From an optimization exercise on the open Yosys and OpenROAD flow, aimed at small area, a short achievable clock period and few clock cycles per item; shortcuts taken in it are not production practice. Function was checked by simulation only, so behaviour that the tests miss may differ from the original. Power is estimated from default activity; no workload was simulated.

===== config.mk =====
export PLATFORM = sky130hd
export DESIGN_NAME = deq32
export DESIGN_NICKNAME = deq32
export VERILOG_FILES = /design/flow/design.v
export SDC_FILE = /design/flow/constraint.sdc
export NUM_CORES = 4
export LEC_CHECK = 0
export CAP_MARGIN = 20
export CORE_MARGIN = 2
export CORE_UTILIZATION = 60
export SLEW_MARGIN = 20

===== constraint.sdc =====
create_clock -name core_clock -period 24.0 [get_ports {clk}]
set_input_delay 4.8000 -clock core_clock [delete_from_list [all_inputs] [get_ports {clk}]]
set_output_delay 4.8000 -clock core_clock [all_outputs]
set_load 0.01 [all_outputs]

===== design.v =====
module deq32 (
  input  wire               clk,
  input  wire               rst,         
  input  wire               in_valid,
  output wire               in_ready,
  input  wire [1:0]         in_mode,     
  input  wire signed [31:0] in_p0,       
  input  wire signed [31:0] in_p1,
  input  wire signed [31:0] in_p2,
  input  wire signed [31:0] in_p3,
  input  wire signed [31:0] in_p4,
  input  wire signed [31:0] in_p5,
  input  wire signed [9:0]  in_c,        
  input  wire signed [9:0]  in_es,       
  output wire               out_valid,
  input  wire               out_ready,
  output wire [31:0]        out_f        
);
  wire m23 = in_mode[1];
  wire m3  = in_mode[1] & in_mode[0];
  wire [31:0] xa  = {~in_p0[31], in_p0[30:0]};
  wire [31:0] xb1 = m23 ? {~in_p1[31], in_p1[30:0]} : 32'h80000000;
  wire [31:0] xb2 = m23 ? {~in_p2[31], in_p2[30:0]} : 32'h80000000;
  wire [31:0] xc0 = m23 ? {~in_p3[31], in_p3[30:0]} : 32'h80000000;
  wire [31:0] xc1 = m3  ? {~in_p4[31], in_p4[30:0]} : 32'h80000000;
  wire [31:0] xc2 = m3  ? {~in_p5[31], in_p5[30:0]} : 32'h80000000;
  wire ds1 = xa[15] ^ xb1[23];
  wire dc1 = xa[15] & xb1[23];
  wire ds2 = xb1[0] ^ xb2[0];
  wire dc2 = xb1[0] & xb2[0];
  wire ds3 = xb1[1] ^ xb2[1] ^ xc0[9];
  wire dc3 = (xb1[1] & xb2[1]) | (xb1[1] & xc0[9]) | (xb2[1] & xc0[9]);
  wire ds4 = xb1[2] ^ xb2[2] ^ xc0[10];
  wire dc4 = (xb1[2] & xb2[2]) | (xb1[2] & xc0[10]) | (xb2[2] & xc0[10]);
  wire ds5 = xb1[3] ^ xb2[3] ^ xc0[11];
  wire dc5 = (xb1[3] & xb2[3]) | (xb1[3] & xc0[11]) | (xb2[3] & xc0[11]);
  wire ds6 = xb1[4] ^ xb2[4] ^ xc0[12];
  wire dc6 = (xb1[4] & xb2[4]) | (xb1[4] & xc0[12]) | (xb2[4] & xc0[12]);
  wire ds7 = xb1[5] ^ xb2[5] ^ xc0[13];
  wire dc7 = (xb1[5] & xb2[5]) | (xb1[5] & xc0[13]) | (xb2[5] & xc0[13]);
  wire ds8 = xb1[6] ^ xb2[6] ^ xc0[14];
  wire dc8 = (xb1[6] & xb2[6]) | (xb1[6] & xc0[14]) | (xb2[6] & xc0[14]);
  wire ds9 = xb1[7] ^ xb2[7] ^ xc0[15];
  wire dc9 = (xb1[7] & xb2[7]) | (xb1[7] & xc0[15]) | (xb2[7] & xc0[15]);
  wire ds10 = xa[0] ^ xb1[8] ^ xb2[8];
  wire dc10 = (xa[0] & xb1[8]) | (xa[0] & xb2[8]) | (xb1[8] & xb2[8]);
  wire ds11 = xc0[16] ^ xc1[16];
  wire dc11 = xc0[16] & xc1[16];
  wire ds12 = xa[1] ^ xb1[9] ^ xb2[9];
  wire dc12 = (xa[1] & xb1[9]) | (xa[1] & xb2[9]) | (xb1[9] & xb2[9]);
  wire ds13 = xc0[17] ^ xc1[17] ^ xc2[17];
  wire dc13 = (xc0[17] & xc1[17]) | (xc0[17] & xc2[17]) | (xc1[17] & xc2[17]);
  wire ds14 = xa[2] ^ xb1[10] ^ xb2[10];
  wire dc14 = (xa[2] & xb1[10]) | (xa[2] & xb2[10]) | (xb1[10] & xb2[10]);
  wire ds15 = xc0[18] ^ xc1[18] ^ xc2[18];
  wire dc15 = (xc0[18] & xc1[18]) | (xc0[18] & xc2[18]) | (xc1[18] & xc2[18]);
  wire ds16 = xa[3] ^ xb1[11] ^ xb2[11];
  wire dc16 = (xa[3] & xb1[11]) | (xa[3] & xb2[11]) | (xb1[11] & xb2[11]);
  wire ds17 = xc0[19] ^ xc1[19] ^ xc2[19];
  wire dc17 = (xc0[19] & xc1[19]) | (xc0[19] & xc2[19]) | (xc1[19] & xc2[19]);
  wire ds18 = xa[4] ^ xb1[12] ^ xb2[12];
  wire dc18 = (xa[4] & xb1[12]) | (xa[4] & xb2[12]) | (xb1[12] & xb2[12]);
  wire ds19 = xc0[20] ^ xc1[20] ^ xc2[20];
  wire dc19 = (xc0[20] & xc1[20]) | (xc0[20] & xc2[20]) | (xc1[20] & xc2[20]);
  wire ds20 = xa[5] ^ xb1[13] ^ xb2[13];
  wire dc20 = (xa[5] & xb1[13]) | (xa[5] & xb2[13]) | (xb1[13] & xb2[13]);
  wire ds21 = xc0[21] ^ xc1[21] ^ xc2[21];
  wire dc21 = (xc0[21] & xc1[21]) | (xc0[21] & xc2[21]) | (xc1[21] & xc2[21]);
  wire ds22 = xa[6] ^ xb1[14] ^ xb2[14];
  wire dc22 = (xa[6] & xb1[14]) | (xa[6] & xb2[14]) | (xb1[14] & xb2[14]);
  wire ds23 = xc0[22] ^ xc1[22] ^ xc2[22];
  wire dc23 = (xc0[22] & xc1[22]) | (xc0[22] & xc2[22]) | (xc1[22] & xc2[22]);
  wire ds24 = xa[7] ^ xb1[15] ^ xb2[15];
  wire dc24 = (xa[7] & xb1[15]) | (xa[7] & xb2[15]) | (xb1[15] & xb2[15]);
  wire ds25 = xc0[23] ^ xc1[23] ^ xc2[23];
  wire dc25 = (xc0[23] & xc1[23]) | (xc0[23] & xc2[23]) | (xc1[23] & xc2[23]);
  wire ds26 = xa[8] ^ xb1[16] ^ xb2[16];
  wire dc26 = (xa[8] & xb1[16]) | (xa[8] & xb2[16]) | (xb1[16] & xb2[16]);
  wire ds27 = xc0[24] ^ xc1[24] ^ xc2[24];
  wire dc27 = (xc0[24] & xc1[24]) | (xc0[24] & xc2[24]) | (xc1[24] & xc2[24]);
  wire ds28 = xa[9] ^ xb1[17] ^ xb2[17];
  wire dc28 = (xa[9] & xb1[17]) | (xa[9] & xb2[17]) | (xb1[17] & xb2[17]);
  wire ds29 = xc0[25] ^ xc1[25] ^ xc2[25];
  wire dc29 = (xc0[25] & xc1[25]) | (xc0[25] & xc2[25]) | (xc1[25] & xc2[25]);
  wire ds30 = xa[10] ^ xb1[18] ^ xb2[18];
  wire dc30 = (xa[10] & xb1[18]) | (xa[10] & xb2[18]) | (xb1[18] & xb2[18]);
  wire ds31 = xc0[26] ^ xc1[26] ^ xc2[26];
  wire dc31 = (xc0[26] & xc1[26]) | (xc0[26] & xc2[26]) | (xc1[26] & xc2[26]);
  wire ds32 = xa[11] ^ xb1[19] ^ xb2[19];
  wire dc32 = (xa[11] & xb1[19]) | (xa[11] & xb2[19]) | (xb1[19] & xb2[19]);
  wire ds33 = xc0[27] ^ xc1[27] ^ xc2[27];
  wire dc33 = (xc0[27] & xc1[27]) | (xc0[27] & xc2[27]) | (xc1[27] & xc2[27]);
  wire ds34 = xa[12] ^ xb1[20] ^ xb2[20];
  wire dc34 = (xa[12] & xb1[20]) | (xa[12] & xb2[20]) | (xb1[20] & xb2[20]);
  wire ds35 = xc0[28] ^ xc1[28] ^ xc2[28];
  wire dc35 = (xc0[28] & xc1[28]) | (xc0[28] & xc2[28]) | (xc1[28] & xc2[28]);
  wire ds36 = xa[13] ^ xb1[21] ^ xb2[21];
  wire dc36 = (xa[13] & xb1[21]) | (xa[13] & xb2[21]) | (xb1[21] & xb2[21]);
  wire ds37 = xc0[29] ^ xc1[29] ^ xc2[29];
  wire dc37 = (xc0[29] & xc1[29]) | (xc0[29] & xc2[29]) | (xc1[29] & xc2[29]);
  wire ds38 = xa[14] ^ xb1[22] ^ xb2[22];
  wire dc38 = (xa[14] & xb1[22]) | (xa[14] & xb2[22]) | (xb1[22] & xb2[22]);
  wire ds39 = xc0[30] ^ xc1[30] ^ xc2[30];
  wire dc39 = (xc0[30] & xc1[30]) | (xc0[30] & xc2[30]) | (xc1[30] & xc2[30]);
  wire ds40 = ds1 ^ xb2[23] ^ xc0[31];
  wire dc40 = (ds1 & xb2[23]) | (ds1 & xc0[31]) | (xb2[23] & xc0[31]);
  wire ds41 = xc1[31] ^ xc2[31] ^ 1'b1;
  wire dc41 = (xc1[31] & xc2[31]) | (xc1[31] & 1'b1) | (xc2[31] & 1'b1);
  wire ds42 = dc1 ^ xa[16] ^ xb1[24];
  wire dc42 = (dc1 & xa[16]) | (dc1 & xb1[24]) | (xa[16] & xb1[24]);
  wire ds43 = xa[17] ^ xb1[25];
  wire dc43 = xa[17] & xb1[25];
  wire ds44 = xa[18] ^ xb1[26];
  wire dc44 = xa[18] & xb1[26];
  wire ds45 = xa[19] ^ xb1[27];
  wire dc45 = xa[19] & xb1[27];
  wire ds46 = xa[20] ^ xb1[28];
  wire dc46 = xa[20] & xb1[28];
  wire ds47 = xa[21] ^ xb1[29];
  wire dc47 = xa[21] & xb1[29];
  wire ds48 = xa[22] ^ xb1[30];
  wire dc48 = xa[22] & xb1[30];
  wire ds49 = xa[23] ^ xb1[31];
  wire dc49 = xa[23] & xb1[31];
  wire ds50 = ds2 ^ xc0[8];
  wire dc50 = ds2 & xc0[8];
  wire ds51 = dc2 ^ ds3 ^ xc1[9];
  wire dc51 = (dc2 & ds3) | (dc2 & xc1[9]) | (ds3 & xc1[9]);
  wire ds52 = dc3 ^ ds4 ^ xc1[10];
  wire dc52 = (dc3 & ds4) | (dc3 & xc1[10]) | (ds4 & xc1[10]);
  wire ds53 = dc4 ^ ds5 ^ xc1[11];
  wire dc53 = (dc4 & ds5) | (dc4 & xc1[11]) | (ds5 & xc1[11]);
  wire ds54 = dc5 ^ ds6 ^ xc1[12];
  wire dc54 = (dc5 & ds6) | (dc5 & xc1[12]) | (ds6 & xc1[12]);
  wire ds55 = dc6 ^ ds7 ^ xc1[13];
  wire dc55 = (dc6 & ds7) | (dc6 & xc1[13]) | (ds7 & xc1[13]);
  wire ds56 = dc7 ^ ds8 ^ xc1[14];
  wire dc56 = (dc7 & ds8) | (dc7 & xc1[14]) | (ds8 & xc1[14]);
  wire ds57 = dc8 ^ ds9 ^ xc1[15];
  wire dc57 = (dc8 & ds9) | (dc8 & xc1[15]) | (ds9 & xc1[15]);
  wire ds58 = dc9 ^ ds10 ^ ds11;
  wire dc58 = (dc9 & ds10) | (dc9 & ds11) | (ds10 & ds11);
  wire ds59 = dc10 ^ dc11 ^ ds12;
  wire dc59 = (dc10 & dc11) | (dc10 & ds12) | (dc11 & ds12);
  wire ds60 = dc12 ^ dc13 ^ ds14;
  wire dc60 = (dc12 & dc13) | (dc12 & ds14) | (dc13 & ds14);
  wire ds61 = dc14 ^ dc15 ^ ds16;
  wire dc61 = (dc14 & dc15) | (dc14 & ds16) | (dc15 & ds16);
  wire ds62 = dc16 ^ dc17 ^ ds18;
  wire dc62 = (dc16 & dc17) | (dc16 & ds18) | (dc17 & ds18);
  wire ds63 = dc18 ^ dc19 ^ ds20;
  wire dc63 = (dc18 & dc19) | (dc18 & ds20) | (dc19 & ds20);
  wire ds64 = dc20 ^ dc21 ^ ds22;
  wire dc64 = (dc20 & dc21) | (dc20 & ds22) | (dc21 & ds22);
  wire ds65 = dc22 ^ dc23 ^ ds24;
  wire dc65 = (dc22 & dc23) | (dc22 & ds24) | (dc23 & ds24);
  wire ds66 = dc24 ^ dc25 ^ ds26;
  wire dc66 = (dc24 & dc25) | (dc24 & ds26) | (dc25 & ds26);
  wire ds67 = dc26 ^ dc27 ^ ds28;
  wire dc67 = (dc26 & dc27) | (dc26 & ds28) | (dc27 & ds28);
  wire ds68 = dc28 ^ dc29 ^ ds30;
  wire dc68 = (dc28 & dc29) | (dc28 & ds30) | (dc29 & ds30);
  wire ds69 = dc30 ^ dc31 ^ ds32;
  wire dc69 = (dc30 & dc31) | (dc30 & ds32) | (dc31 & ds32);
  wire ds70 = dc32 ^ dc33 ^ ds34;
  wire dc70 = (dc32 & dc33) | (dc32 & ds34) | (dc33 & ds34);
  wire ds71 = dc34 ^ dc35 ^ ds36;
  wire dc71 = (dc34 & dc35) | (dc34 & ds36) | (dc35 & ds36);
  wire ds72 = dc36 ^ dc37 ^ ds38;
  wire dc72 = (dc36 & dc37) | (dc36 & ds38) | (dc37 & ds38);
  wire ds73 = dc38 ^ dc39 ^ ds40;
  wire dc73 = (dc38 & dc39) | (dc38 & ds40) | (dc39 & ds40);
  wire ds74 = dc40 ^ dc41 ^ ds42;
  wire dc74 = (dc40 & dc41) | (dc40 & ds42) | (dc41 & ds42);
  wire ds75 = dc42 ^ ds43 ^ xb2[25];
  wire dc75 = (dc42 & ds43) | (dc42 & xb2[25]) | (ds43 & xb2[25]);
  wire ds76 = dc43 ^ ds44 ^ xb2[26];
  wire dc76 = (dc43 & ds44) | (dc43 & xb2[26]) | (ds44 & xb2[26]);
  wire ds77 = dc44 ^ ds45 ^ xb2[27];
  wire dc77 = (dc44 & ds45) | (dc44 & xb2[27]) | (ds45 & xb2[27]);
  wire ds78 = dc45 ^ ds46 ^ xb2[28];
  wire dc78 = (dc45 & ds46) | (dc45 & xb2[28]) | (ds46 & xb2[28]);
  wire ds79 = dc46 ^ ds47 ^ xb2[29];
  wire dc79 = (dc46 & ds47) | (dc46 & xb2[29]) | (ds47 & xb2[29]);
  wire ds80 = dc47 ^ ds48 ^ xb2[30];
  wire dc80 = (dc47 & ds48) | (dc47 & xb2[30]) | (ds48 & xb2[30]);
  wire ds81 = dc48 ^ ds49 ^ xb2[31];
  wire dc81 = (dc48 & ds49) | (dc48 & xb2[31]) | (ds49 & xb2[31]);
  wire ds82 = xc0[0] ^ xc1[0];
  wire dc82 = xc0[0] & xc1[0];
  wire ds83 = xc0[1] ^ xc1[1] ^ xc2[1];
  wire dc83 = (xc0[1] & xc1[1]) | (xc0[1] & xc2[1]) | (xc1[1] & xc2[1]);
  wire ds84 = xc0[2] ^ xc1[2] ^ xc2[2];
  wire dc84 = (xc0[2] & xc1[2]) | (xc0[2] & xc2[2]) | (xc1[2] & xc2[2]);
  wire ds85 = xc0[3] ^ xc1[3] ^ xc2[3];
  wire dc85 = (xc0[3] & xc1[3]) | (xc0[3] & xc2[3]) | (xc1[3] & xc2[3]);
  wire ds86 = xc0[4] ^ xc1[4] ^ xc2[4];
  wire dc86 = (xc0[4] & xc1[4]) | (xc0[4] & xc2[4]) | (xc1[4] & xc2[4]);
  wire ds87 = xc0[5] ^ xc1[5] ^ xc2[5];
  wire dc87 = (xc0[5] & xc1[5]) | (xc0[5] & xc2[5]) | (xc1[5] & xc2[5]);
  wire ds88 = xc0[6] ^ xc1[6] ^ xc2[6];
  wire dc88 = (xc0[6] & xc1[6]) | (xc0[6] & xc2[6]) | (xc1[6] & xc2[6]);
  wire ds89 = xc0[7] ^ xc1[7] ^ xc2[7];
  wire dc89 = (xc0[7] & xc1[7]) | (xc0[7] & xc2[7]) | (xc1[7] & xc2[7]);
  wire ds90 = ds50 ^ xc1[8] ^ xc2[8];
  wire dc90 = (ds50 & xc1[8]) | (ds50 & xc2[8]) | (xc1[8] & xc2[8]);
  wire ds91 = dc50 ^ ds51 ^ xc2[9];
  wire dc91 = (dc50 & ds51) | (dc50 & xc2[9]) | (ds51 & xc2[9]);
  wire ds92 = dc51 ^ ds52 ^ xc2[10];
  wire dc92 = (dc51 & ds52) | (dc51 & xc2[10]) | (ds52 & xc2[10]);
  wire ds93 = dc52 ^ ds53 ^ xc2[11];
  wire dc93 = (dc52 & ds53) | (dc52 & xc2[11]) | (ds53 & xc2[11]);
  wire ds94 = dc53 ^ ds54 ^ xc2[12];
  wire dc94 = (dc53 & ds54) | (dc53 & xc2[12]) | (ds54 & xc2[12]);
  wire ds95 = dc54 ^ ds55 ^ xc2[13];
  wire dc95 = (dc54 & ds55) | (dc54 & xc2[13]) | (ds55 & xc2[13]);
  wire ds96 = dc55 ^ ds56 ^ xc2[14];
  wire dc96 = (dc55 & ds56) | (dc55 & xc2[14]) | (ds56 & xc2[14]);
  wire ds97 = dc56 ^ ds57 ^ xc2[15];
  wire dc97 = (dc56 & ds57) | (dc56 & xc2[15]) | (ds57 & xc2[15]);
  wire ds98 = dc57 ^ ds58 ^ xc2[16];
  wire dc98 = (dc57 & ds58) | (dc57 & xc2[16]) | (ds58 & xc2[16]);
  wire ds99 = dc58 ^ ds59 ^ ds13;
  wire dc99 = (dc58 & ds59) | (dc58 & ds13) | (ds59 & ds13);
  wire ds100 = dc59 ^ ds60 ^ ds15;
  wire dc100 = (dc59 & ds60) | (dc59 & ds15) | (ds60 & ds15);
  wire ds101 = dc60 ^ ds61 ^ ds17;
  wire dc101 = (dc60 & ds61) | (dc60 & ds17) | (ds61 & ds17);
  wire ds102 = dc61 ^ ds62 ^ ds19;
  wire dc102 = (dc61 & ds62) | (dc61 & ds19) | (ds62 & ds19);
  wire ds103 = dc62 ^ ds63 ^ ds21;
  wire dc103 = (dc62 & ds63) | (dc62 & ds21) | (ds63 & ds21);
  wire ds104 = dc63 ^ ds64 ^ ds23;
  wire dc104 = (dc63 & ds64) | (dc63 & ds23) | (ds64 & ds23);
  wire ds105 = dc64 ^ ds65 ^ ds25;
  wire dc105 = (dc64 & ds65) | (dc64 & ds25) | (ds65 & ds25);
  wire ds106 = dc65 ^ ds66 ^ ds27;
  wire dc106 = (dc65 & ds66) | (dc65 & ds27) | (ds66 & ds27);
  wire ds107 = dc66 ^ ds67 ^ ds29;
  wire dc107 = (dc66 & ds67) | (dc66 & ds29) | (ds67 & ds29);
  wire ds108 = dc67 ^ ds68 ^ ds31;
  wire dc108 = (dc67 & ds68) | (dc67 & ds31) | (ds68 & ds31);
  wire ds109 = dc68 ^ ds69 ^ ds33;
  wire dc109 = (dc68 & ds69) | (dc68 & ds33) | (ds69 & ds33);
  wire ds110 = dc69 ^ ds70 ^ ds35;
  wire dc110 = (dc69 & ds70) | (dc69 & ds35) | (ds70 & ds35);
  wire ds111 = dc70 ^ ds71 ^ ds37;
  wire dc111 = (dc70 & ds71) | (dc70 & ds37) | (ds71 & ds37);
  wire ds112 = dc71 ^ ds72 ^ ds39;
  wire dc112 = (dc71 & ds72) | (dc71 & ds39) | (ds72 & ds39);
  wire ds113 = dc72 ^ ds73 ^ ds41;
  wire dc113 = (dc72 & ds73) | (dc72 & ds41) | (ds73 & ds41);
  wire ds114 = dc73 ^ ds74 ^ xb2[24];
  wire dc114 = (dc73 & ds74) | (dc73 & xb2[24]) | (ds74 & xb2[24]);
  wire ds115 = dc74 ^ ds75 ^ 1'b1;
  wire dc115 = (dc74 & ds75) | (dc74 & 1'b1) | (ds75 & 1'b1);
  wire ds116 = dc75 ^ ds76 ^ 1'b1;
  wire dc116 = (dc75 & ds76) | (dc75 & 1'b1) | (ds76 & 1'b1);
  wire ds117 = dc76 ^ ds77 ^ 1'b1;
  wire dc117 = (dc76 & ds77) | (dc76 & 1'b1) | (ds77 & 1'b1);
  wire ds118 = dc77 ^ ds78 ^ 1'b1;
  wire dc118 = (dc77 & ds78) | (dc77 & 1'b1) | (ds78 & 1'b1);
  wire ds119 = dc78 ^ ds79 ^ 1'b1;
  wire dc119 = (dc78 & ds79) | (dc78 & 1'b1) | (ds79 & 1'b1);
  wire ds120 = dc79 ^ ds80 ^ 1'b1;
  wire dc120 = (dc79 & ds80) | (dc79 & 1'b1) | (ds80 & 1'b1);
  wire ds121 = dc80 ^ ds81 ^ 1'b1;
  wire dc121 = (dc80 & ds81) | (dc80 & 1'b1) | (ds81 & 1'b1);
  wire ds122 = dc81 ^ dc49 ^ xa[24];
  wire dc122 = (dc81 & dc49) | (dc81 & xa[24]) | (dc49 & xa[24]);
  wire ds123 = xa[25] ^ 1'b1;
  wire dc123 = xa[25] & 1'b1;
  wire ds124 = xa[26] ^ 1'b1;
  wire dc124 = xa[26] & 1'b1;
  wire ds125 = xa[27] ^ 1'b1;
  wire dc125 = xa[27] & 1'b1;
  wire ds126 = xa[28] ^ 1'b1;
  wire dc126 = xa[28] & 1'b1;
  wire ds127 = xa[29] ^ 1'b1;
  wire dc127 = xa[29] & 1'b1;
  wire ds128 = xa[30] ^ 1'b1;
  wire dc128 = xa[30] & 1'b1;
  wire [47:0] tx = {dc128, dc127, dc126, dc125, dc124, dc123, dc122, dc121, dc120, dc119, dc118, dc117, dc116, dc115, dc114, dc113, dc112, dc111, dc110, dc109, dc108, dc107, dc106, dc105, dc104, dc103, dc102, dc101, dc100, dc99, dc98, dc97, dc96, dc95, dc94, dc93, dc92, dc91, dc90, dc89, dc88, dc87, dc86, dc85, dc84, dc83, dc82, ds82};
  wire [47:0] ty = {xa[31], ds128, ds127, ds126, ds125, ds124, ds123, ds122, ds121, ds120, ds119, ds118, ds117, ds116, ds115, ds114, ds113, ds112, ds111, ds110, ds109, ds108, ds107, ds106, ds105, ds104, ds103, ds102, ds101, ds100, ds99, ds98, ds97, ds96, ds95, ds94, ds93, ds92, ds91, ds90, ds89, ds88, ds87, ds86, ds85, ds84, ds83, xc2[0]};
  wire [47:0] t;
  wire [47:0] cp_p0 = tx ^ ty;
  wire [47:0] cp_g0 = tx & ty;
  wire cp_gg1 = cp_g0[1] | (cp_p0[1] & cp_g0[0]);
  wire cp_gg2 = cp_g0[3] | (cp_p0[3] & cp_g0[2]);
  wire cp_pp2 = cp_p0[3] & cp_p0[2];
  wire cp_gg3 = cp_g0[5] | (cp_p0[5] & cp_g0[4]);
  wire cp_pp3 = cp_p0[5] & cp_p0[4];
  wire cp_gg4 = cp_g0[7] | (cp_p0[7] & cp_g0[6]);
  wire cp_pp4 = cp_p0[7] & cp_p0[6];
  wire cp_gg5 = cp_g0[9] | (cp_p0[9] & cp_g0[8]);
  wire cp_pp5 = cp_p0[9] & cp_p0[8];
  wire cp_gg6 = cp_g0[11] | (cp_p0[11] & cp_g0[10]);
  wire cp_pp6 = cp_p0[11] & cp_p0[10];
  wire cp_gg7 = cp_g0[13] | (cp_p0[13] & cp_g0[12]);
  wire cp_pp7 = cp_p0[13] & cp_p0[12];
  wire cp_gg8 = cp_g0[15] | (cp_p0[15] & cp_g0[14]);
  wire cp_pp8 = cp_p0[15] & cp_p0[14];
  wire cp_gg9 = cp_g0[17] | (cp_p0[17] & cp_g0[16]);
  wire cp_pp9 = cp_p0[17] & cp_p0[16];
  wire cp_gg10 = cp_g0[19] | (cp_p0[19] & cp_g0[18]);
  wire cp_pp10 = cp_p0[19] & cp_p0[18];
  wire cp_gg11 = cp_g0[21] | (cp_p0[21] & cp_g0[20]);
  wire cp_pp11 = cp_p0[21] & cp_p0[20];
  wire cp_gg12 = cp_g0[23] | (cp_p0[23] & cp_g0[22]);
  wire cp_pp12 = cp_p0[23] & cp_p0[22];
  wire cp_gg13 = cp_g0[25] | (cp_p0[25] & cp_g0[24]);
  wire cp_pp13 = cp_p0[25] & cp_p0[24];
  wire cp_gg14 = cp_g0[27] | (cp_p0[27] & cp_g0[26]);
  wire cp_pp14 = cp_p0[27] & cp_p0[26];
  wire cp_gg15 = cp_g0[29] | (cp_p0[29] & cp_g0[28]);
  wire cp_pp15 = cp_p0[29] & cp_p0[28];
  wire cp_gg16 = cp_g0[31] | (cp_p0[31] & cp_g0[30]);
  wire cp_pp16 = cp_p0[31] & cp_p0[30];
  wire cp_gg17 = cp_g0[33] | (cp_p0[33] & cp_g0[32]);
  wire cp_pp17 = cp_p0[33] & cp_p0[32];
  wire cp_gg18 = cp_g0[35] | (cp_p0[35] & cp_g0[34]);
  wire cp_pp18 = cp_p0[35] & cp_p0[34];
  wire cp_gg19 = cp_g0[37] | (cp_p0[37] & cp_g0[36]);
  wire cp_pp19 = cp_p0[37] & cp_p0[36];
  wire cp_gg20 = cp_g0[39] | (cp_p0[39] & cp_g0[38]);
  wire cp_pp20 = cp_p0[39] & cp_p0[38];
  wire cp_gg21 = cp_g0[41] | (cp_p0[41] & cp_g0[40]);
  wire cp_pp21 = cp_p0[41] & cp_p0[40];
  wire cp_gg22 = cp_g0[43] | (cp_p0[43] & cp_g0[42]);
  wire cp_pp22 = cp_p0[43] & cp_p0[42];
  wire cp_gg23 = cp_g0[45] | (cp_p0[45] & cp_g0[44]);
  wire cp_pp23 = cp_p0[45] & cp_p0[44];
  wire cp_gg24 = cp_g0[47] | (cp_p0[47] & cp_g0[46]);
  wire cp_pp24 = cp_p0[47] & cp_p0[46];
  wire cp_gg25 = cp_g0[2] | (cp_p0[2] & cp_gg1);
  wire cp_gg26 = cp_gg2 | (cp_pp2 & cp_gg1);
  wire cp_gg27 = cp_g0[6] | (cp_p0[6] & cp_gg3);
  wire cp_pp27 = cp_p0[6] & cp_pp3;
  wire cp_gg28 = cp_gg4 | (cp_pp4 & cp_gg3);
  wire cp_pp28 = cp_pp4 & cp_pp3;
  wire cp_gg29 = cp_g0[10] | (cp_p0[10] & cp_gg5);
  wire cp_pp29 = cp_p0[10] & cp_pp5;
  wire cp_gg30 = cp_gg6 | (cp_pp6 & cp_gg5);
  wire cp_pp30 = cp_pp6 & cp_pp5;
  wire cp_gg31 = cp_g0[14] | (cp_p0[14] & cp_gg7);
  wire cp_pp31 = cp_p0[14] & cp_pp7;
  wire cp_gg32 = cp_gg8 | (cp_pp8 & cp_gg7);
  wire cp_pp32 = cp_pp8 & cp_pp7;
  wire cp_gg33 = cp_g0[18] | (cp_p0[18] & cp_gg9);
  wire cp_pp33 = cp_p0[18] & cp_pp9;
  wire cp_gg34 = cp_gg10 | (cp_pp10 & cp_gg9);
  wire cp_pp34 = cp_pp10 & cp_pp9;
  wire cp_gg35 = cp_g0[22] | (cp_p0[22] & cp_gg11);
  wire cp_pp35 = cp_p0[22] & cp_pp11;
  wire cp_gg36 = cp_gg12 | (cp_pp12 & cp_gg11);
  wire cp_pp36 = cp_pp12 & cp_pp11;
  wire cp_gg37 = cp_g0[26] | (cp_p0[26] & cp_gg13);
  wire cp_pp37 = cp_p0[26] & cp_pp13;
  wire cp_gg38 = cp_gg14 | (cp_pp14 & cp_gg13);
  wire cp_pp38 = cp_pp14 & cp_pp13;
  wire cp_gg39 = cp_g0[30] | (cp_p0[30] & cp_gg15);
  wire cp_pp39 = cp_p0[30] & cp_pp15;
  wire cp_gg40 = cp_gg16 | (cp_pp16 & cp_gg15);
  wire cp_pp40 = cp_pp16 & cp_pp15;
  wire cp_gg41 = cp_g0[34] | (cp_p0[34] & cp_gg17);
  wire cp_pp41 = cp_p0[34] & cp_pp17;
  wire cp_gg42 = cp_gg18 | (cp_pp18 & cp_gg17);
  wire cp_pp42 = cp_pp18 & cp_pp17;
  wire cp_gg43 = cp_g0[38] | (cp_p0[38] & cp_gg19);
  wire cp_pp43 = cp_p0[38] & cp_pp19;
  wire cp_gg44 = cp_gg20 | (cp_pp20 & cp_gg19);
  wire cp_pp44 = cp_pp20 & cp_pp19;
  wire cp_gg45 = cp_g0[42] | (cp_p0[42] & cp_gg21);
  wire cp_pp45 = cp_p0[42] & cp_pp21;
  wire cp_gg46 = cp_gg22 | (cp_pp22 & cp_gg21);
  wire cp_pp46 = cp_pp22 & cp_pp21;
  wire cp_gg47 = cp_g0[46] | (cp_p0[46] & cp_gg23);
  wire cp_pp47 = cp_p0[46] & cp_pp23;
  wire cp_gg48 = cp_gg24 | (cp_pp24 & cp_gg23);
  wire cp_pp48 = cp_pp24 & cp_pp23;
  wire cp_gg49 = cp_g0[4] | (cp_p0[4] & cp_gg26);
  wire cp_gg50 = cp_gg3 | (cp_pp3 & cp_gg26);
  wire cp_gg51 = cp_gg27 | (cp_pp27 & cp_gg26);
  wire cp_gg52 = cp_gg28 | (cp_pp28 & cp_gg26);
  wire cp_gg53 = cp_g0[12] | (cp_p0[12] & cp_gg30);
  wire cp_pp53 = cp_p0[12] & cp_pp30;
  wire cp_gg54 = cp_gg7 | (cp_pp7 & cp_gg30);
  wire cp_pp54 = cp_pp7 & cp_pp30;
  wire cp_gg55 = cp_gg31 | (cp_pp31 & cp_gg30);
  wire cp_pp55 = cp_pp31 & cp_pp30;
  wire cp_gg56 = cp_gg32 | (cp_pp32 & cp_gg30);
  wire cp_pp56 = cp_pp32 & cp_pp30;
  wire cp_gg57 = cp_g0[20] | (cp_p0[20] & cp_gg34);
  wire cp_pp57 = cp_p0[20] & cp_pp34;
  wire cp_gg58 = cp_gg11 | (cp_pp11 & cp_gg34);
  wire cp_pp58 = cp_pp11 & cp_pp34;
  wire cp_gg59 = cp_gg35 | (cp_pp35 & cp_gg34);
  wire cp_pp59 = cp_pp35 & cp_pp34;
  wire cp_gg60 = cp_gg36 | (cp_pp36 & cp_gg34);
  wire cp_pp60 = cp_pp36 & cp_pp34;
  wire cp_gg61 = cp_g0[28] | (cp_p0[28] & cp_gg38);
  wire cp_pp61 = cp_p0[28] & cp_pp38;
  wire cp_gg62 = cp_gg15 | (cp_pp15 & cp_gg38);
  wire cp_pp62 = cp_pp15 & cp_pp38;
  wire cp_gg63 = cp_gg39 | (cp_pp39 & cp_gg38);
  wire cp_pp63 = cp_pp39 & cp_pp38;
  wire cp_gg64 = cp_gg40 | (cp_pp40 & cp_gg38);
  wire cp_pp64 = cp_pp40 & cp_pp38;
  wire cp_gg65 = cp_g0[36] | (cp_p0[36] & cp_gg42);
  wire cp_pp65 = cp_p0[36] & cp_pp42;
  wire cp_gg66 = cp_gg19 | (cp_pp19 & cp_gg42);
  wire cp_pp66 = cp_pp19 & cp_pp42;
  wire cp_gg67 = cp_gg43 | (cp_pp43 & cp_gg42);
  wire cp_pp67 = cp_pp43 & cp_pp42;
  wire cp_gg68 = cp_gg44 | (cp_pp44 & cp_gg42);
  wire cp_pp68 = cp_pp44 & cp_pp42;
  wire cp_gg69 = cp_g0[44] | (cp_p0[44] & cp_gg46);
  wire cp_pp69 = cp_p0[44] & cp_pp46;
  wire cp_gg70 = cp_gg23 | (cp_pp23 & cp_gg46);
  wire cp_pp70 = cp_pp23 & cp_pp46;
  wire cp_gg71 = cp_gg47 | (cp_pp47 & cp_gg46);
  wire cp_pp71 = cp_pp47 & cp_pp46;
  wire cp_gg72 = cp_gg48 | (cp_pp48 & cp_gg46);
  wire cp_pp72 = cp_pp48 & cp_pp46;
  wire cp_gg73 = cp_g0[8] | (cp_p0[8] & cp_gg52);
  wire cp_gg74 = cp_gg5 | (cp_pp5 & cp_gg52);
  wire cp_gg75 = cp_gg29 | (cp_pp29 & cp_gg52);
  wire cp_gg76 = cp_gg30 | (cp_pp30 & cp_gg52);
  wire cp_gg77 = cp_gg53 | (cp_pp53 & cp_gg52);
  wire cp_gg78 = cp_gg54 | (cp_pp54 & cp_gg52);
  wire cp_gg79 = cp_gg55 | (cp_pp55 & cp_gg52);
  wire cp_gg80 = cp_gg56 | (cp_pp56 & cp_gg52);
  wire cp_gg81 = cp_g0[24] | (cp_p0[24] & cp_gg60);
  wire cp_pp81 = cp_p0[24] & cp_pp60;
  wire cp_gg82 = cp_gg13 | (cp_pp13 & cp_gg60);
  wire cp_pp82 = cp_pp13 & cp_pp60;
  wire cp_gg83 = cp_gg37 | (cp_pp37 & cp_gg60);
  wire cp_pp83 = cp_pp37 & cp_pp60;
  wire cp_gg84 = cp_gg38 | (cp_pp38 & cp_gg60);
  wire cp_pp84 = cp_pp38 & cp_pp60;
  wire cp_gg85 = cp_gg61 | (cp_pp61 & cp_gg60);
  wire cp_pp85 = cp_pp61 & cp_pp60;
  wire cp_gg86 = cp_gg62 | (cp_pp62 & cp_gg60);
  wire cp_pp86 = cp_pp62 & cp_pp60;
  wire cp_gg87 = cp_gg63 | (cp_pp63 & cp_gg60);
  wire cp_pp87 = cp_pp63 & cp_pp60;
  wire cp_gg88 = cp_gg64 | (cp_pp64 & cp_gg60);
  wire cp_pp88 = cp_pp64 & cp_pp60;
  wire cp_gg89 = cp_g0[40] | (cp_p0[40] & cp_gg68);
  wire cp_pp89 = cp_p0[40] & cp_pp68;
  wire cp_gg90 = cp_gg21 | (cp_pp21 & cp_gg68);
  wire cp_pp90 = cp_pp21 & cp_pp68;
  wire cp_gg91 = cp_gg45 | (cp_pp45 & cp_gg68);
  wire cp_pp91 = cp_pp45 & cp_pp68;
  wire cp_gg92 = cp_gg46 | (cp_pp46 & cp_gg68);
  wire cp_pp92 = cp_pp46 & cp_pp68;
  wire cp_gg93 = cp_gg69 | (cp_pp69 & cp_gg68);
  wire cp_pp93 = cp_pp69 & cp_pp68;
  wire cp_gg94 = cp_gg70 | (cp_pp70 & cp_gg68);
  wire cp_pp94 = cp_pp70 & cp_pp68;
  wire cp_gg95 = cp_gg71 | (cp_pp71 & cp_gg68);
  wire cp_pp95 = cp_pp71 & cp_pp68;
  wire cp_gg96 = cp_gg72 | (cp_pp72 & cp_gg68);
  wire cp_pp96 = cp_pp72 & cp_pp68;
  wire cp_gg97 = cp_g0[16] | (cp_p0[16] & cp_gg80);
  wire cp_gg98 = cp_gg9 | (cp_pp9 & cp_gg80);
  wire cp_gg99 = cp_gg33 | (cp_pp33 & cp_gg80);
  wire cp_gg100 = cp_gg34 | (cp_pp34 & cp_gg80);
  wire cp_gg101 = cp_gg57 | (cp_pp57 & cp_gg80);
  wire cp_gg102 = cp_gg58 | (cp_pp58 & cp_gg80);
  wire cp_gg103 = cp_gg59 | (cp_pp59 & cp_gg80);
  wire cp_gg104 = cp_gg60 | (cp_pp60 & cp_gg80);
  wire cp_gg105 = cp_gg81 | (cp_pp81 & cp_gg80);
  wire cp_gg106 = cp_gg82 | (cp_pp82 & cp_gg80);
  wire cp_gg107 = cp_gg83 | (cp_pp83 & cp_gg80);
  wire cp_gg108 = cp_gg84 | (cp_pp84 & cp_gg80);
  wire cp_gg109 = cp_gg85 | (cp_pp85 & cp_gg80);
  wire cp_gg110 = cp_gg86 | (cp_pp86 & cp_gg80);
  wire cp_gg111 = cp_gg87 | (cp_pp87 & cp_gg80);
  wire cp_gg112 = cp_gg88 | (cp_pp88 & cp_gg80);
  wire cp_gg113 = cp_g0[32] | (cp_p0[32] & cp_gg112);
  wire cp_gg114 = cp_gg17 | (cp_pp17 & cp_gg112);
  wire cp_gg115 = cp_gg41 | (cp_pp41 & cp_gg112);
  wire cp_gg116 = cp_gg42 | (cp_pp42 & cp_gg112);
  wire cp_gg117 = cp_gg65 | (cp_pp65 & cp_gg112);
  wire cp_gg118 = cp_gg66 | (cp_pp66 & cp_gg112);
  wire cp_gg119 = cp_gg67 | (cp_pp67 & cp_gg112);
  wire cp_gg120 = cp_gg68 | (cp_pp68 & cp_gg112);
  wire cp_gg121 = cp_gg89 | (cp_pp89 & cp_gg112);
  wire cp_gg122 = cp_gg90 | (cp_pp90 & cp_gg112);
  wire cp_gg123 = cp_gg91 | (cp_pp91 & cp_gg112);
  wire cp_gg124 = cp_gg92 | (cp_pp92 & cp_gg112);
  wire cp_gg125 = cp_gg93 | (cp_pp93 & cp_gg112);
  wire cp_gg126 = cp_gg94 | (cp_pp94 & cp_gg112);
  wire cp_gg127 = cp_gg95 | (cp_pp95 & cp_gg112);
  wire cp_gg128 = cp_gg96 | (cp_pp96 & cp_gg112);
  wire [47:0] cp_c = {cp_gg127, cp_gg126, cp_gg125, cp_gg124, cp_gg123, cp_gg122, cp_gg121, cp_gg120, cp_gg119, cp_gg118, cp_gg117, cp_gg116, cp_gg115, cp_gg114, cp_gg113, cp_gg112, cp_gg111, cp_gg110, cp_gg109, cp_gg108, cp_gg107, cp_gg106, cp_gg105, cp_gg104, cp_gg103, cp_gg102, cp_gg101, cp_gg100, cp_gg99, cp_gg98, cp_gg97, cp_gg80, cp_gg79, cp_gg78, cp_gg77, cp_gg76, cp_gg75, cp_gg74, cp_gg73, cp_gg52, cp_gg51, cp_gg50, cp_gg49, cp_gg26, cp_gg25, cp_gg1, cp_g0[0], 1'b0};
  assign t = cp_p0 ^ cp_c;
  wire signed [11:0] kr = $signed({{2{in_c[9]}}, in_c}) + $signed({{2{in_es[9]}}, in_es})
                        + (m3 ? 12'sd132 : m23 ? 12'sd116 : 12'sd100);
  wire [8:0] kb = (kr < -12'sd72) ? -9'sd72 : (kr > 12'sd255) ? 9'd255 : kr[8:0];
  reg         v1_q, valid_q;
  reg  [47:0] t_q;
  reg  [8:0]  kb_q;
  reg  [31:0] f_q;
  wire [31:0] f;
  wire en = out_ready | ~valid_q;
  assign in_ready  = en;
  assign out_valid = valid_q;
  assign out_f     = f_q;
  always @(posedge clk) begin
    if (rst) begin
      v1_q    <= 1'b0;
      valid_q <= 1'b0;
    end else if (en) begin
      v1_q    <= in_valid;
      valid_q <= v1_q;
    end
  end
  always @(posedge clk) begin
    if (en) begin
      t_q  <= t;
      kb_q <= kb;
      f_q  <= f;
    end
  end
  wire        sign = t_q[47];
  wire [46:0] v    = t_q[46:0] ^ {47{sign}};
  wire signed [9:0] nk   = -$signed({kb_q[8], kb_q});
  wire              deep = $signed(kb_q) < -9'sd47;      
  wire        nk_pos  = ~nk[9] & (nk != 10'd0);
  wire        nk_full = ~nk[9] & (nk > 10'sd46);
  reg  [63:0] thr;
  integer i;
  always @(*)
    for (i = 0; i < 64; i = i + 1)
      thr[i] = nk[5:0] > i;
  wire [46:0] thm = nk_full ? {47{1'b1}} : nk_pos ? thr[46:0] : 47'd0;
  wire [46:0] vm = v | thm;
  wire [63:0] l0 = {17'd0, vm};
  wire [31:0] a1, v1; wire [15:0] v2; wire [31:0] a2; wire [7:0] v3; wire [23:0] a3;
  wire [3:0] v4; wire [15:0] a4; wire [1:0] v5; wire [9:0] a5;
  genvar g;
  generate
    for (g = 0; g < 32; g = g + 1) begin : lz1
      assign v1[g] = l0[2*g+1] | l0[2*g];
      assign a1[g] = l0[2*g+1];
    end
    for (g = 0; g < 16; g = g + 1) begin : lz2
      assign v2[g] = v1[2*g+1] | v1[2*g];
      assign a2[2*g+1:2*g] = v1[2*g+1] ? {1'b1, a1[2*g+1]} : {1'b0, a1[2*g]};
    end
    for (g = 0; g < 8; g = g + 1) begin : lz3
      assign v3[g] = v2[2*g+1] | v2[2*g];
      assign a3[3*g+2:3*g] = v2[2*g+1] ? {1'b1, a2[4*g+3:4*g+2]} : {1'b0, a2[4*g+1:4*g]};
    end
    for (g = 0; g < 4; g = g + 1) begin : lz4
      assign v4[g] = v3[2*g+1] | v3[2*g];
      assign a4[4*g+3:4*g] = v3[2*g+1] ? {1'b1, a3[6*g+5:6*g+3]} : {1'b0, a3[6*g+2:6*g]};
    end
    for (g = 0; g < 2; g = g + 1) begin : lz5
      assign v5[g] = v4[2*g+1] | v4[2*g];
      assign a5[5*g+4:5*g] = v4[2*g+1] ? {1'b1, a4[8*g+7:8*g+4]} : {1'b0, a4[8*g+3:8*g]};
    end
  endgenerate
  wire [5:0] q = v5[1] ? {1'b1, a5[9:5]} : {1'b0, a5[4:0]};
  reg  [5:0]  tz;
  always @(*) begin
    tz = 6'd47;
    for (i = 46; i >= 0; i = i - 1)
      if (t_q[i]) tz = i[5:0];
  end
  wire        zero = (tz == 6'd47);
  wire [6:0]  sh = deep ? ~kb_q[6:0] : {1'b0, q};
  wire [95:0] s6 = {25'd0, v, {24{sign}}};
  wire [87:0] s5 = sh[6] ? s6[95:64] : s6[87:0];
  wire [55:0] s4 = sh[5] ? s5[87:32] : s5[55:0];
  wire [39:0] s3 = sh[4] ? s4[55:16] : s4[39:0];
  wire [31:0] s2 = sh[3] ? s3[39:8]  : s3[31:0];
  wire [27:0] s1 = sh[2] ? s2[31:4]  : s2[27:0];
  wire [25:0] s0 = sh[1] ? s1[27:2]  : s1[25:0];
  wire [24:0] win = sh[0] ? s0[25:1] : s0[24:0];
  wire [23:0] kv  = win[24:1];
  wire        gv  = win[0];
  wire        st  = ({1'b0, tz} + 7'd25) <= sh;
  wire        inc = sign ? (gv | (~st & kv[0])) : (gv & (st | kv[0]));
  wire [24:0] mant = {1'b0, kv} + {24'd0, inc};
  wire signed [10:0] ebase = $signed({5'd0, sh}) + $signed({{2{kb_q[8]}}, kb_q});
  wire signed [10:0] fexp  = ebase + 11'sd1 + $signed({9'd0, mant[24:23]});
  assign f = zero ? 32'd0 :
             (fexp >= 11'sd255) ? {sign, 8'hFF, 23'd0}
                                : {sign, fexp[7:0], mant[22:0]};
endmodule

===== flow/run.sh =====
#!/bin/bash
set -euo pipefail
bash standard.sh SETUP_SLACK_MARGIN=14 \
  BUFFER_PORTS_ARGS="-buffer_cell sky130_fd_sc_hd__buf_1" \
  finish > standard_flow.log 2>&1

===== standard.sh =====
#!/bin/bash
# synth_recipe.tcl (not shown) runs the flow's synth.tcl, then flattens the netlist and writes it again
# the make line also repeats each setting of config.mk as NAME=value (left out here)
make -C /OpenROAD-flow-scripts/flow DESIGN_CONFIG=/design/flow/config.mk WORK_HOME=/design/flow/orfs CLKGATE_MAP_FILE= SYNTH_SCRIPT=/design/flow/synth_recipe.tcl "${@:-finish}"

==> qor.csv, run 1 <==
metric;value;unit
highest clock rate;99.99;MHz
Max VDD drop;0.00007073;V
Sequential Power Share;0.162;
final worst slack;14.00;ns
clk sinks;91;
Placement Cell Area;18230;um^2
# DRC;0;
number of global-route vias before repair;16790;
Syn Std Cell Area;17170;um^2
crit path kind;in2out;
Comb pwr share;0.776;
hold slack final;0.4638;ns
CTS Buf Count;9;
Fin. Hold Viols;0;
P_int;1.084;mW
leak pwr;8.399;nW
Worst path max stage delay;0.16;ns
Worst R2R Path Depth;38;
syn avg cell area;8.102;um^2
startpoint of the worst-slack reg-to-reg timing path;kb_q[0]$_SDFFCE_PP0P_;
RSZ-0062 raised after global routing;false;
slowest CP cell;nand2b_4;
Synth Area in XOR/XNOR;0.06326;
Slew HR;0.3687;
number of DRC markers in iteration 0;2153;
final period utilization;0.4167;
Max-cap violations;0;
GRT Total Usage;0.3789;
initial antenna violation count;0;
Sw Share;0.5606;
FF+latch count, synth;91;
status;no timing/DRC/antenna violations;
Routed wire per std cell;21.49;um
Synth Area in Adders;0.2128;
sequential share of the synthesized area;0.1580;
setup TNS after final layout;0;ns
Clock power frac;0.062;
Least-Margin Pin Slew;0.9370;ns
cell chosen for the clock root;clkbuf_16;
Worst Hold Launch;v1_q$_SDFFE_PP0P_;
first-pass detailed-route iteration total;8;
Critical Path AT;5.20;ns
Final Net Count;2797;
initial core utilization;0.6129;
Fillers;2176;
net count after synthesis;2560;
Slew Viols, Final;0;
DP Worst Slack;11.74;ns
Die Width;173.2;um
Psw;1.383;mW
RD Place Congestion;1.043;
Routed WL;58.90;mm
clock latency (worst-skew pair);0.37;ns
area grow syn2layout;15.16;%
Boundary Pins;252;
PwrDens;124.8;nW/um^2
H-tree levels;3;
ys async rst share;0;
Max Root-Sink Buffers;2;
Vias/cell;6.484;
clock-pin slew on the worst setup and hold paths;0.07;ns
Post-Synth Simple-Gate Area;0.2071;
crit-path cells;buf_8, nand2b_4, buf_6;
Hold Buf Count CTS;0;
Synth cell types;119;
Finished Layout Cells;2740;
proportion of synthesized area in mux cells;0.02733;
share of layout cells above drive strength 1;0.1135;
Hold Crit Class;reg2reg;
pin count of the biggest net entering global routing;98;
Die Y;173.2;um
YS warnings;1;
top_reg_cell synth;edfxtp_1;
Placed Cells;2645;
Post-synth EDFFs;89;
post-synthesis compound-gate area fraction;0.2458;
Min Clock Period, post-route;10.00;ns
core area;28010;um^2
GRT overflow;0;
first-pass GRT wire length;90.33;mm
Critical Path Fanout Max;2;
HPWL Detailed;43.72;mm
Critical Path Source;out_ready;
Post-Syn Instances;2119;
CTS tree;yes;
finished layout cell area;19770;um^2
Clock Skews;0.01787;ns
Port Buffers;251;
vias;17770;
CP Capture Type;primary output;
main combinational cell family by area after synthesis;compound AO/OA/AOI/OAI gates;
CP Launch Type;input pin;
Final setup violation count;0;
hold depth;2;
# rows;61;
full die area;29980;um^2
Antenna Nets Post-Route;0;
Worst EP required;19.20;ns
==> Yosys cell counts, types with 29 or more instances <==
cell,number,area [um^2]
a211oi_1,43,322.8
a21oi_1,112,560.5
and2_1,51,319.1
and3_1,62,387.9
buf_2,32,160.2
clkbuf_1,74,277.8
edfxtp_1,89,2673
fa_1,115,2302
ha_1,108,1351
inv_1,237,889.6
mux2i_1,29,290.3
nand2_1,163,611.8
nand3_1,45,225.2
nor2_1,177,664.4
nor3_1,45,225.2
o211ai_1,33,247.7
o21ai_0,87,435.4
xnor2_1,69,604.3
xor2_1,55,481.7
==> power by group through the flow <==
| stage | combinational, mW | sequential, mW | clock [mW] |
|---|---|---|---|
| after floorplan | 1.26 | 0.340 | 0 |
| after global placement | 1.63 | 0.405 | 0 |
| after detailed placement | 1.66 | 0.406 | 0 |
| after CTS | 1.76 | 0.392 | 0.152 |
| after global routing | 2.05 | 0.400 | 0.159 |
| final | 1.91 | 0.400 | 0.152 |
==> timing repair <==
item                                    in CTS  in global routing
hold endpoints to repair                     0                  0
cloned                                       6                  3
setup buffers                               33                 36
pin swaps                                   13                 23
gates resized for setup                     68                 74
endpoints found under the setup margin      39                 41
==> critical path, delay by kind of cell <==
family        cells  cell delay (ns)
simple gates      1             0.16
buf+inv           2             0.24
==> layout make-up <==
type | count | area [um^2] | area share
antenna | 1 | 2.502 | 0.0001266
tap | 378 | 473.0 | 0.02392
timing repair inverter | 1 | 5.005 | 0.0002531
clock buffer | 9 | 225.2 | 0.01139
inverter | 244 | 940.9 | 0.04759
sequential | 91 | 2713 | 0.1372
clock inverter | 7 | 76.32 | 0.003861
timing repair buffer | 342 | 1792 | 0.09063
multi-input combinational | 1667 | 13540 | 0.6850
==> cells in the final DEF (no fill, tap or decap), types with 20 or more instances in the layout <==
cell and n:
a21o_1 26, fa_1 114, inv_1 233, xnor2_1 69
nor3_1 43, nor2b_1 23, o21bai_1 21, ha_1 105
o21ai_0 82, a21oi_1 100, a211oi_1 39, o211ai_1 33
and2_1 51, buf_1 247, edfxtp_1 89, mux2i_1 29
xor2_1 55, nor2_1 163, nand3_1 44, and3_1 62
o22ai_1 20, buf_4 78, nand2_1 161
==> per-layer routing <==
metal	up-vias	share of wire	track usage	wire length, um
met3	241	0.096	0.05189	5638
met1	8331	0.40	0.5008	23320
met2	1123	0.45	0.6173	26700
met4	0	0.055	0.1758	3238
met5	-	0	0	0
li1	8072	-	-	-
==> worst paths after layout <==
path,end,slack [ns]
setup reg to reg,f_q[21]$_SDFFCE_PP0P_,14.15
setup / recovery,in_ready,14.00
hold / removal,valid_q$_SDFFE_PP0P_,0.46
hold reg to reg,valid_q$_SDFFE_PP0P_,0.46
==> state kept, by name, summed over array words and instances, names as in the netlist <==
register  count
f_q          32
kb_q          9
t_q          48
valid_q       1
v1_q          1
==> stage by stage <==
| stage | total power, mW | utilization |
|---|---|---|
| 2_1_floorplan | 1.603 | - |
| 3_3_place_gp | 2.036 | 0.6506 |
| 3_5_place_dp | 2.065 | 0.6506 |
| 4_1_cts | 2.305 | 0.6826 |
| 5_1_grt | 2.610 | 0.7057 |
| 6_report | 2.467 | 0.7058 |
==> cells by family after synthesis <==
logic type,Yosys count
AO/OA/AOI/OAI,581
XOR/XNOR,124
adder cells (fa/ha/maj),223
buffers and inverters,367
flip-flops,91
multiplexers,41
other,1
AND/OR/NAND/NOR,691
Testbench counts, summed over its fixed seeds: cycles 16,016, items 16,000.
==> inputs of run 2 (changes only) <==
==> flow/run.sh (replaced) <==
#!/bin/bash
# Standard ORFS layout, with repair_timing asked for a setup margin so that
# the layout's slack at the design's clock period is as large as it can be.
set -euo pipefail
bash standard.sh SETUP_SLACK_MARGIN=14 finish > standard_flow.log 2>&1
--- a/config.mk
+++ b/config.mk
@@ -8,4 +8,4 @@
 export CAP_MARGIN = 20
 export CORE_MARGIN = 2
-export CORE_UTILIZATION = 60
+export CORE_UTILIZATION = 40
 export SLEW_MARGIN = 20
==> run 2 against run 1 <==
Critical path depth is the same. Combinational power grew 4%. Sequential power is essentially flat. Worst setup slack lost 0.022 ns. Register-to-register slack gained 0.10 ns. Final area grew 9.4%. Critical endpoint unchanged.
==> qor.csv, run 2 <==
metric;value;unit;change
PwrDens;119.0;nW/um^2;was 124.8 nW/um^2
share of layout cells above drive strength 1;0.1144;;was 0.1135
number of DRC markers in iteration 0;1568;;was 2153
clock-pin slew on the worst setup and hold paths;0.09;ns;was 0.07 ns
vias;17260;;was 17770
Worst EP required;19.20;ns;about the same
Hold Crit Class;reg2reg;;unchanged
top_reg_cell synth;edfxtp_1;;unchanged
most common cell in the synthesized netlist;inv_1;;unchanged
clock latency (worst-skew pair);0.39;ns;was 0.37 ns
Critical Path AT;5.22;ns;was 5.20 ns
RSZ-0062 raised after global routing;true;;was false
Worst R2R Path Depth;45;;was 38
commonest non-fill, non-tap cell in the layout;clkdlybuf4s50_1;;was buf_1
area grow syn2layout;26.04;%;was 15.16%
Critical Path Fanout Max;2;;unchanged
Syn Std Cell Area;17170;um^2;unchanged
Antenna Nets Post-Route;0;;unchanged
Commonest cells post-synth;inv_1, nor2_1, nand2_1;;unchanged
Routed wire per std cell;22.28;um;was 21.49 um
FF+latch count, synth;91;;unchanged
Slew Viols, Final;0;;unchanged
Worst path max stage delay;0.17;ns;was 0.16 ns
Design Power;2.574;mW;was 2.467 mW
CTS tree;yes;;unchanged
GRT Total Usage;0.2833;;was 0.3789
cell chosen for the clock root;clkbuf_16;;unchanged
leading area contributor after synthesis;edfxtp_1;;unchanged
Max VDD drop;0.00006387;V;was 0.00007073 V
sequential share of the synthesized area;0.1580;;unchanged
HPWL Detailed;49.80;mm;was 43.72 mm
Most flops, register;t_q;;unchanged
crit path kind;in2out;;unchanged
core area;42130;um^2;was 28010 um^2
leak pwr;9.137;nW;was 8.399 nW
Routed WL;64.40;mm;was 58.90 mm
highest clock rate;99.76;MHz;was 99.99 MHz
CTS Buf Count;9;;unchanged
Fin. Hold Viols;0;;unchanged
ANT cells;0;;was 1
H-tree levels;3;;unchanged
Synth area leaders;edfxtp_1, fa_1, ha_1;;unchanged
Final Net Count;2788;;was 2797
hold depth;2;;unchanged
Post-Syn Instances;2119;;unchanged
Critical path buffers and inverters;2;;unchanged
ys async rst share;0;;unchanged
Max-cap violations;0;;unchanged
Vias/cell;5.971;;was 6.484
crit-path cells;buf_12, nand2b_4, buf_6;;was buf_8, nand2b_4, buf_6
leading cell types in the layout, fill and taps excluded;clkdlybuf4s50_1, inv_1, nor2_1;;was buf_1, inv_1, nor2_1
Final setup violation count;0;;unchanged
Port Buffers;251;;unchanged
# rows;75;;was 61
Fillers;4069;;was 2176
Boundary Pins;252;;unchanged
Clock Skews;0.02379;ns;was 0.01787 ns
CP Launch Type;input pin;;unchanged
initial antenna violation count;1;;was 0
syn avg cell area;8.102;um^2;unchanged
max reg flops;48;;unchanged
Min Clock Period, post-route;10.02;ns;was 10.00 ns
Die Y;211.2;um;was 173.2 um
Least-Margin Pin Slew;1.196;ns;was 0.9370 ns
full die area;44590;um^2;was 29980 um^2
initial core utilization;0.4075;;was 0.6129
GRT overflow;0;;unchanged
Slew HR;0.1916;;was 0.3687
slowest CP cell;nand2b_4;;unchanged
Post-synth EDFFs;89;;unchanged
# DRC;0;;unchanged
net count after synthesis;2560;;unchanged
stages on the worst setup path;3;;unchanged
clk sinks;91;;unchanged
YS warnings;1;;unchanged
setup TNS after final layout;0;ns;unchanged
pin count of the biggest net entering global routing;96;;was 98
first-pass GRT wire length;97.17;mm;was 90.33 mm
Die Width;211.2;um;was 173.2 um
CP Capture Type;primary output;;unchanged
first-pass detailed-route iteration total;8;;unchanged
status;no timing/DRC/antenna violations;;unchanged
largest registers;t_q x48, f_q x32, kb_q x9;;unchanged
Top delay family on crit path;buffers and inverters;;unchanged
top-area cell type share of the netlist area;0.1557;;unchanged
Synth cell types;119;;unchanged
RD Place Congestion;1.008;;was 1.043
number of global-route vias before repair;16750;;was 16790
Max Root-Sink Buffers;2;;unchanged
final period utilization;0.4177;;was 0.4167
==> run 2: changes by cell type in the layout (fill, tap and decap cells not counted), moves of 5 or more <==
cell / before / now
nor2_2: 11 / 5
inv_1: 233 / 225
buf_1: 247 / 0
buf_4: 78 / 69
dlymetal6s2s_1: 0 / 5
clkdlybuf4s50_1: 0 / 243
nor2_1: 163 / 171
inv_2: 4 / 10
==> run 2: layer usage <==
layer,up-vias,GRT usage,part of all wire
li1,8035,-,-
met1,8395,0.3908,0.44
met2,726,0.4571,0.46
met3,107,0.04074,0.066
met4,0,0.09058,0.031
met5,-,0,0
==> run 2: area by class of cell <==
class	count	area, um^2	area share
timing repair buffer	337	3405	0.1573
sequential	91	2713	0.1254
tap	539	674.4	0.03117
multi-input combinational	1664	13530	0.6251
clock inverter	7	145.1	0.006708
clock buffer	9	225.2	0.01041
inverter	244	949.7	0.04389
==> run 2: power breakdown <==
part           switching, mW  total (mW)  internal (mW)
Sequential             0.117       0.400          0.283
Clock                 0.0735       0.187          0.113
Combinational           1.21        1.99          0.779
Total                   1.40        2.57           1.18
==> run 2: what timing repair did <==
item                       4_1_cts  5_1_grt
setup endpoints to repair       40       40
hold buffers                     0        0
gates cloned                     2        7
pin swaps                       17       49
gates resized for setup         75       97
setup buffers                   22       32
==> run 2: cell families (layout without fill, tap and decap cells) <==
| family | after synthesis | in the layout | synth area share |
|---|---|---|---|
| simple gates | 691 | 694 | 0.2071 |
| compound gates | 581 | 581 | 0.2458 |
| buf+inv | 367 | 597 | 0.08542 |
| fa+ha+maj | 223 | 223 | 0.2128 |
| xor+xnor | 124 | 124 | 0.06326 |
| flops | 91 | 91 | 0.1580 |
| mux | 41 | 41 | 0.02733 |
| other cells | 1 | 1 | 0.0002184 |
==> run 2: worst register-to-register path, delay by kind of cell, from the launching register on <==
family | cells | cell delay [ns]
multiplexers | 1 | 0.15
adder cells (fa/ha/maj) | 4 | 1.07
AO/OA/AOI/OAI | 16 | 3.56
XOR/XNOR | 1 | 0.15
flip-flops | 1 | 0.40
buffers and inverters | 13 | 2.22
AND/OR/NAND/NOR | 10 | 2.06
==> run 2: worst paths after layout <==
path              slack, ns             startpoint                     to
setup / recovery      13.98              out_ready               in_ready
hold / removal         0.45      v1_q$_SDFFE_PP0P_   valid_q$_SDFFE_PP0P_
setup reg to reg      14.25  kb_q[1]$_SDFFCE_PP0P_  f_q[21]$_SDFFCE_PP0P_
hold reg to reg        0.45      v1_q$_SDFFE_PP0P_   valid_q$_SDFFE_PP0P_
==> run 2: per-stage QoR <==
stage | hold WS (ns) | cells | instance area, um^2 | worst slack [ns] | utilization
4_1_cts | 0.4572 | 2852 | 20850 | 13.98 | 0.4949
5_1_grt | 0.4801 | 2891 | 21640 | 13.89 | 0.5136
6_report | 0.4522 | 2891 | 21640 | 13.98 | 0.5136
2_1_floorplan | 0.4188 | 2119 | 17220 | 13.68 | -
3_3_place_gp | 0.4318 | 2812 | 20030 | 12.27 | 0.4755
3_5_place_dp | 0.4417 | 2812 | 20030 | 12.07 | 0.4755

==> what the ideal ports hide <==
The flow's constraints put no driver on any port. The routed layouts listed below were extracted and timed again, unchanged, in two steps.
Step 1 (the two cells are an assumption about what drives the block):
set clk [get_ports {clk}]
set_driving_cell -lib_cell sky130_fd_sc_hd__clkbuf_16 $clk
set_driving_cell -lib_cell sky130_fd_sc_hd__buf_2 [delete_from_list [all_inputs] $clk]
Step 2 moves the port delays by t, midway between the first and last clock arrival at a register: inputs arrive t later, outputs are due t later. That takes back most of the time a late clock gives input paths.
Slacks: ideal / step 1 / step 2; pairs: ideal / step 1.
run	t (ns)	setup slack, ns	worst setup path at the end	worst register clock-pin slew, ns	worst slew at a driven data input, ns
run 1	0.408	13.999 / 13.960 / 13.730	input to register	0.08 / 0.08	0.18
run 2	0.438	13.976 / 13.929 / 13.781	input to register	0.09 / 0.09	0.06
After both steps setup and hold are still met in every run listed. For run 1, which loses most, drivers alone change the setup slack by -0.039 ns; drivers and shift together by -0.269 ns.
